Context: an optimization exercise on an open-source flow, tuned for small area and a short achievable clock period. The choices shown serve that exercise and are no tape-out recipe. Power figures rest on the tool's default switching activity, not on a simulated workload.

==> flow/design.v <==
module capu (
    input  wire        clk,
    input  wire [31:0] cur,           
    input  wire [31:0] w1,            
    input  wire [31:0] disp,          
    input  wire [1:0]  size,          
    output wire [33:0] base,          
    output wire [33:0] top,
    output wire [33:0] rep_lo,
    output wire [33:0] rep_hi,
    output wire [33:0] addr,          
    output wire        in_bounds,     
    output wire        rep_ok,        
    input  wire [32:0] b0,            
    input  wire [32:0] t0,
    output wire [4:0]  enc_e,
    output wire [9:0]  enc_b,
    output wire [9:0]  enc_t,
    output wire [32:0] enc_base,
    output wire [32:0] enc_top
);
    integer i;
    wire [4:0] e      = w1[31:27];
    wire       sealed = w1[6];
    wire [9:0] bm     = sealed ? {w1[26:20], 3'b000} : w1[26:17];
    wire [9:0] tm     = sealed ? {w1[19:13], 3'b000} : w1[16:7];
    wire       is22   = (e == 5'd22);
    reg [31:0] lm;                        
    always @(*)
        for (i = 0; i < 32; i = i + 1)
            lm[i] = (i < e + 10);
    wire [31:0] bmg = {22'd0, bm} << e;
    wire [31:0] tmg = {22'd0, tm} << e;
    wire kb  = ~is22 & ((cur & lm) < bmg);
    wire tlt = (tm < bm);
    wire ktp = is22 ? (tm == 10'd0) : (tlt & ~kb);    
    wire ktn = ~is22 & ~tlt & kb;                     
    wire [33:0] a;                        
    capu_add #(34) u_a (.x({2'b00, cur}), .y({{2{disp[31]}}, disp}), .ci(1'b0), .s(a));
    reg [31:0] p_r, tmg_r;
    reg [4:0]  e_r;
    reg        kb_r, ktp_r, ktn_r;
    reg [33:0] a_r;
    reg [1:0]  sz_r;
    always @(posedge clk) begin
        p_r   <= (cur & ~lm) | bmg;       
        tmg_r <= tmg;
        e_r   <= e;
        kb_r  <= kb;
        ktp_r <= ktp;
        ktn_r <= ktn;
        a_r   <= a;
        sz_r  <= size;
    end
    reg [31:0] lm_r;
    always @(*)
        for (i = 0; i < 32; i = i + 1)
            lm_r[i] = (i < e_r + 10);
    wire is22_r = (e_r == 5'd22);
    wire [31:0] hu = p_r | lm_r;          
    wire [31:0] hv = p_r & ~lm_r;         
    wire [31:0] pa, po;                   
    capu_pfx #(32) u_pa (.g({31'd0, hu[0]}), .p(hu), .o(pa));
    capu_pfx #(32) u_po (.g(hv), .p({32{1'b1}}), .o(po));
    wire [32:0] ci  = {pa, 1'b1} & ~{1'b0, lm_r};
    wire [32:0] bi  = ~{po, 1'b0} & ~{1'b0, lm_r};
    wire [32:0] pp  = {1'b0, p_r};
    wire [32:0] b33 = pp ^ ({33{kb_r}} & bi);
    wire [32:0] r33 = pp ^ ({33{~kb_r}} & ci);
    wire [32:0] t33 = ((pp & ~{1'b0, lm_r}) ^ (({33{ktp_r}} & ci) | ({33{ktn_r}} & bi))) |
                      {1'b0, tmg_r};
    wire [33:0] b_v  = {b33[32], b33};
    wire [33:0] t_v  = {ktn_r & bi[32], t33};
    wire [33:0] rh_v = {1'b0, r33};
    wire [2:0]  sm1 = (3'd1 << sz_r) - 3'd1;
    wire [34:0] a3  = {a_r[33], a_r} + {32'd0, sm1};
    wire ge_b = $signed(a_r) >= $signed(b_v);
    wire lt_t = $signed(a3) < $signed({t_v[33], t_v});
    wire lt_r = $signed(a_r) < $signed(rh_v);
    wire lt_4 = a_r[33] | ~a_r[32];       
    assign base      = b_v;
    assign rep_lo    = is22_r ? 34'd0 : b_v;
    assign top       = t_v;
    assign rep_hi    = rh_v[32] ? 34'h1_0000_0000 : rh_v;
    assign addr      = a_r;
    assign in_bounds = ge_b & lt_t;
    assign rep_ok    = (is22_r ? ~a_r[33] : ge_b) & lt_r & lt_4;
    wire [32:0] l;
    capu_add #(33) u_l (.x(t0), .y(~b0), .ci(1'b1), .s(l));
    wire [32:0] bw = l ^ t0 ^ b0;         
    wire [32:0] tor;                      
    capu_pfx #(33) u_st (.g(t0), .p({33{1'b1}}), .o(tor));
    wire [32:0] st = {tor[31:0], 1'b0};   
    reg  [32:0] lr;
    wire [32:0] lorr;
    always @(*)
        for (i = 0; i < 33; i = i + 1)
            lr[i] = l[32 - i];
    capu_pfx #(33) u_lo (.g(lr), .p({33{1'b1}}), .o(lorr));
    reg  [33:0] lor;                      
    always @(*) begin
        lor[33] = 1'b0;
        for (i = 0; i < 33; i = i + 1)
            lor[i] = lorr[32 - i];
    end
    reg [4:0] xe;
    reg [8:0] w;
    reg       nf;
    always @(*) begin
        xe = 5'd0;
        for (i = 9; i <= 30; i = i + 1) begin
            w  = l[i-1 -: 9];             
            nf = (&w[8:6] & (|w[5:0] | bw[i-9] | st[i-9])) |
                 (&w[8:7] & ~w[6] & &w[5:0] & bw[i-9] & st[i-9]);
            xe = xe | ({5{l[i] & ~lor[i+1]}} & (nf ? i - 8 : i - 9));
        end
        xe = xe | ({5{lor[31]}} & 5'd22);
    end
    reg [32:0] b0_r, tm1_r;
    reg [4:0]  xe_r;
    always @(posedge clk) begin
        b0_r  <= b0;
        tm1_r <= t0 ^ ~st;                
        xe_r  <= xe;
    end
    reg [32:0] em;                        
    always @(*)
        for (i = 0; i < 33; i = i + 1)
            em[i] = (i < xe_r);
    wire [32:0] ty = tm1_r | em;
    wire [32:0] ta;                       
    capu_pfx #(33) u_ta (.g({32'd0, ty[0]}), .p(ty), .o(ta));
    wire [9:0] wb, wt;
    capu_win u_wb (.x(b0_r), .e(xe_r), .y(wb));
    capu_win u_wt (.x(tm1_r), .e(xe_r), .y(wt));
    assign enc_e    = xe_r;
    assign enc_base = b0_r & ~em;
    assign enc_top  = ty ^ {ta[31:0], 1'b1};
    assign enc_b    = wb;
    assign enc_t    = wt + 10'd1;
endmodule
module capu_pfx #(parameter N = 32) (
    input  wire [N-1:0] g,
    input  wire [N-1:0] p,
    output wire [N-1:0] o
);
    localparam LG = $clog2(N);
    wire [N-1:0] gg [0:2*LG];
    wire [N-1:0] pp [0:2*LG];
    assign gg[0] = g;
    assign pp[0] = p;
    genvar l, i;
    generate
        for (l = 0; l < LG; l = l + 1) begin : up
            for (i = 0; i < N; i = i + 1) begin : b
                if ((i % (2 << l)) == (2 << l) - 1) begin : n
                    assign gg[l+1][i] = gg[l][i] | (pp[l][i] & gg[l][i-(1<<l)]);
                    assign pp[l+1][i] = pp[l][i] & pp[l][i-(1<<l)];
                end else begin : c
                    assign gg[l+1][i] = gg[l][i];
                    assign pp[l+1][i] = pp[l][i];
                end
            end
        end
        for (l = LG - 2; l >= 0; l = l - 1) begin : dn
            for (i = 0; i < N; i = i + 1) begin : b
                if ((i % (2 << l)) == (1 << l) - 1 && i >= (2 << l)) begin : n
                    assign gg[2*LG-1-l][i] = gg[2*LG-2-l][i] | (pp[2*LG-2-l][i] & gg[2*LG-2-l][i-(1<<l)]);
                    assign pp[2*LG-1-l][i] = pp[2*LG-2-l][i] & pp[2*LG-2-l][i-(1<<l)];
                end else begin : c
                    assign gg[2*LG-1-l][i] = gg[2*LG-2-l][i];
                    assign pp[2*LG-1-l][i] = pp[2*LG-2-l][i];
                end
            end
        end
    endgenerate
    assign o = gg[2*LG-1];
endmodule
module capu_add #(parameter N = 32) (
    input  wire [N-1:0] x,
    input  wire [N-1:0] y,
    input  wire         ci,
    output wire [N-1:0] s
);
    wire [N-1:0] p = x ^ y;
    wire [N-1:0] g = x & y;
    wire [N-1:0] c;
    capu_pfx #(N) u (.g({g[N-1:1], g[0] | (p[0] & ci)}), .p(p), .o(c));
    assign s = p ^ {c[N-2:0], ci};
endmodule
module capu_win (
    input  wire [32:0] x,
    input  wire [4:0]  e,
    output wire [9:0]  y
);
    wire [24:0] s16 = e[4] ? {8'd0, x[32:16]} : x[24:0];
    wire [16:0] s8  = e[3] ? s16[24:8] : s16[16:0];
    wire [12:0] s4  = e[2] ? s8[16:4]  : s8[12:0];
    wire [10:0] s2  = e[1] ? s4[12:2]  : s4[10:0];
    assign y = e[0] ? s2[10:1] : s2[9:0];
endmodule
make LEC_CHECK=0 ABC_AREA=1 CAP_MARGIN=30 CORE_MARGIN=2 CORE_UTILIZATION=40 SLEW_MARGIN=30 finish   # period 18.0 ns
run.sh (not shown) runs the stock make flow with config.mk's settings and CLKGATE_MAP_FILE= SYNTH_SCRIPT=/design/flow/synth_recipe.tcl, a recipe that flattens the netlist after the stock synthesis.
Then changed:
--- a/flow/design.v
+++ b/flow/design.v
@@ -60,20 +60,18 @@
     wire [31:0] hu = p_r | lm_r;          
     wire [31:0] hv = p_r & ~lm_r;         
     wire [31:0] pa, po;                   
     capu_pfx #(32) u_pa (.g({31'd0, hu[0]}), .p(hu), .o(pa));
     capu_pfx #(32) u_po (.g(hv), .p({32{1'b1}}), .o(po));
-    wire [32:0] ci  = {pa, 1'b1} & ~{1'b0, lm_r};
-    wire [32:0] bi  = ~{po, 1'b0} & ~{1'b0, lm_r};
-    wire [32:0] pp  = {1'b0, p_r};
-    wire [32:0] b33 = pp ^ ({33{kb_r}} & bi);
-    wire [32:0] r33 = pp ^ ({33{~kb_r}} & ci);
-    wire [32:0] t33 = ((pp & ~{1'b0, lm_r}) ^ (({33{ktp_r}} & ci) | ({33{ktn_r}} & bi))) |
-                      {1'b0, tmg_r};
-    wire [33:0] b_v  = {b33[32], b33};
-    wire [33:0] t_v  = {ktn_r & bi[32], t33};
-    wire [33:0] rh_v = {1'b0, r33};
+    wire [31:0] pl    = p_r & lm_r;       
+    wire [33:0] p_0   = {2'b00, p_r};
+    wire [33:0] p_inc = {1'b0, pa[31], (hu ^ {pa[30:0], 1'b1}) & ~lm_r | pl};
+    wire [33:0] p_dec = {~po[31], ~po[31], (hv ^ ~{po[30:0], 1'b0}) & ~lm_r | pl};
+    wire [33:0] b_v  = kb_r ? p_dec : p_0;
+    wire [33:0] t_hi = ktp_r ? p_inc : ktn_r ? p_dec : p_0;
+    wire [33:0] t_v  = (t_hi & ~{2'b00, lm_r}) | {2'b00, tmg_r};
+    wire [33:0] rh_v = kb_r ? p_0 : p_inc;
     wire [2:0]  sm1 = (3'd1 << sz_r) - 3'd1;
     wire [34:0] a3  = {a_r[33], a_r} + {32'd0, sm1};
     wire ge_b = $signed(a_r) >= $signed(b_v);
     wire lt_t = $signed(a3) < $signed({t_v[33], t_v});
     wire lt_r = $signed(a_r) < $signed(rh_v);
=>
- The changed run produced a clean layout
- worst setup slack gets worse by 870 ps
- first-iteration DRC count came out higher by a quarter to a third
- global-route usage stays flat
- wire length went up by a few percent
- via count came out higher by a few percent
- design area climbs slightly
- combinational power came out higher by about a fifth
- sequential share of layout area fell by 0.26 points
- sequential power is about the same
- synthesized cell count grows by a few percent
- clock-buffer cell count fell by 4
- hold slack gets better by 32 ps
- total power rises by roughly a tenth
Function was not checked in any run of this note: the RTL went through the layout flow alone.

static timing again, ports no longer ideal:
How much do the figures lean on ideal ports? The routed layouts below were timed once more, with nothing changed but the port constraints.
Step 1 (the two cells are an assumption about what drives the block):
set clk [get_ports {clk}]
set_driving_cell -lib_cell sky130_fd_sc_hd__clkbuf_16 $clk
set_driving_cell -lib_cell sky130_fd_sc_hd__buf_2 [delete_from_list [all_inputs] $clk]
Step 2 times the ports against the registers' clock, not the clock port: input delays grow and output delays shrink by t, the midpoint of the rising clock arrivals with the driver on.
a / b / c = no drivers / after step 1 / after step 2; a / b = the first two.
run	shift t [ns]	slack for setup (ns)	hold slack, ns
the first run	0.546	7.688 / 7.633 / 8.179	3.495 / 3.462 / 4.009
the second run	0.557	6.815 / 6.760 / 7.317	3.528 / 3.509 / 4.066
After both steps setup and hold are still met in every run listed.
